This design comes from an exercise in tuning for small area on the open sky130 flow, not from production work.
Only simulation tests tie the RTL to the original design; equivalence was not proved.
Power figures rest on the tool's default switching activity, not on a simulated workload.

v13:
// tg_rx
module tg_rx (
    input             clk,
    input             rst,
    input             cfg_ok,
    input      [15:0] own_unit,
    input      [15:0] src_rel,
    input      [15:0] src_zs,
    input      [15:0] src_den,
    input      [4:0]  seq_win,
    input             ms_tick,
    input             in_valid,
    input      [7:0]  in_data,
    input             in_last,
    input             in_net,
    output reg        out_valid,
    output reg [3:0]  out_code,
    output reg [1:0]  out_stream,
    output reg        out_net,
    output reg        out_open,
    output reg        out_match,
    output reg        out_mismatch,
    output reg        out_single,
    output     [31:0] out_seq,
    output     [23:0] out_pl,
    output     [2:0]  synced,
    output     [2:0]  pair_open,
    output reg [2:0]  tmo_single
);
For scale: roughly 760 flip-flops, ~160 I/O pins.
export LEC_CHECK = 0
export CAP_MARGIN = 0
export CORE_MARGIN = 2
export CORE_UTILIZATION = 40
export PLACE_DENSITY = 0.6
export SLEW_MARGIN = 0
create_clock -name core_clock -period 10.0 [get_ports {clk}]
standard.sh (not shown) runs the stock make flow with config.mk's settings and CLKGATE_MAP_FILE= SYNTH_SCRIPT=/design/flow/synth_recipe.tcl, a recipe that flattens the netlist after the stock synthesis.
==> flow/flow/run.sh <==
#!/bin/bash
# The standard layout (standard.sh, unchanged synthesis, floorplan, power grid and
# routing), with two layout knobs that ORFS reads from the environment:
#  - the port buffers are the smallest buffer cell instead of the one buffer_ports picks;
#  - clock tree: clkbuf_8 buffers, sink clusters of up to 18 flip-flops within 80 um,
#    no dummy loads;
# make's output goes to standard.log; each ORFS step keeps its own log under orfs/logs/.
set -euo pipefail
export BUFFER_PORTS_ARGS="-buffer_cell sky130_fd_sc_hd__buf_1"
export CTS_ARGS="-sink_clustering_enable -repair_clock_nets -buf_list sky130_fd_sc_hd__clkbuf_8 -sink_clustering_size 18 -sink_clustering_max_diameter 80 -dont_use_dummy_load"
bash standard.sh > standard.log 2>&1
v13: full flow OK, the timing, DRC and antenna checks passed
Input-level comparison between v41 and v13:
- GPL_TIMING_DRIVEN newly set to 0
==> flow/flow/run.sh <==
#!/bin/bash
# The standard layout (standard.sh, unchanged synthesis, floorplan, power grid and
# routing), with two layout knobs that ORFS reads from the environment:
#  - the port buffers are the smallest buffer cell instead of the one buffer_ports picks;
#  - clock tree: clkbuf_8 buffers, sink clusters of up to 16 flip-flops within 80 um,
#    no dummy loads;
# make's output goes to standard.log; each ORFS step keeps its own log under orfs/logs/.
set -euo pipefail
export BUFFER_PORTS_ARGS="-buffer_cell sky130_fd_sc_hd__buf_1"
export CTS_ARGS="-sink_clustering_enable -repair_clock_nets -buf_list sky130_fd_sc_hd__clkbuf_8 -sink_clustering_size 16 -sink_clustering_max_diameter 80 -dont_use_dummy_load"
bash standard.sh > standard.log 2>&1
==> results.txt <==
Across both runs, sequential fraction of total cell area was lower for v41 than for v13. Final standard cell count with taps included and fillers excluded ends up lower on v13. Between v13 and v41, share of total power in combinational logic increased. Count of nets after finishing went up by a few percent going from v13 to v41. Looking at beginning of the critical path, the ph[1]$_SDFF_PP0_ result is from v13; the h3$_DFFE_PP_ one comes from v41. v41: diode insertion count for antenna repair lower than v13. From v13 to v41 the numbers moved as follows: maximum frequency fell by about 9%, data arrival time at the worst-slack endpoint grew by 0.52 ns, met1 track utilization from global routing fell 0.54 points, post-layout minimum cycle time +0.54 ns. Compared to v13, v41 has core occupancy in the finished layout 0.54 points higher. Looking at worst setup slack across v41 and v13, the one that comes out higher is v13.
Input-level comparison between v18 and v41:
- PLACE_DENSITY: 0.6 -> 0.7
- GPL_TIMING_DRIVEN: 0 -> unset
- CORE_UTILIZATION: 40 -> 55
--- outcome ---
In the flow results for v18 and v41, the largest net degree at the start of global routing is smaller on v41. Relative to v41, fraction of layout cells with a size suffix above 1 has increased by 0.23 points in v18. Per the comparison of v18 with v41, number of buffers inserted during clock tree synthesis -2; die outline area -18,000 um2. Compared with v41, v18 shows worst setup slack higher by 0.51 ns. | wire length of the first global-routing pass | v18 vs v41 | better |. Summary — routed via count, v18 relative to v41: lower, by 394. Going from v41 to v18, net count of the finished layout shrinks by 74.

## port drivers added, routing unchanged
The results above use ideal ports. As a check the final layouts listed here were re-extracted and re-timed, cells and wires unchanged.
Step 1 sets driving cells, clkbuf_16 on the clock port and buf_2 on the other inputs (assumed; they add their load-dependent delay and slew).
Step 2 times the ports against the registers' clock, not the clock port: input delays grow and output delays shrink by t, the midpoint of the rising clock arrivals with the driver on.
Slacks: ideal ports / drivers / drivers and shift; pairs: ideal ports / drivers.
run | t, ns | slack for setup (ns) | worst setup path at the end | worst data-port slew with drivers (ns) | pins driven straight from the clock port
v13 | 0.700 | 4.868 / 4.868 / 4.345 | input to register | 0.07 | 1
v41 | 0.700 | 4.332 / 4.332 / 4.332 | register to register | 0.13 | 1
v18 | 0.698 | 4.844 / 4.844 / 4.844 | register to register | 0.11 | 1
After both steps setup and hold are still met in every run listed. For v13, which loses most, drivers alone change the setup slack by 0.000 ns; drivers and shift together by -0.523 ns.
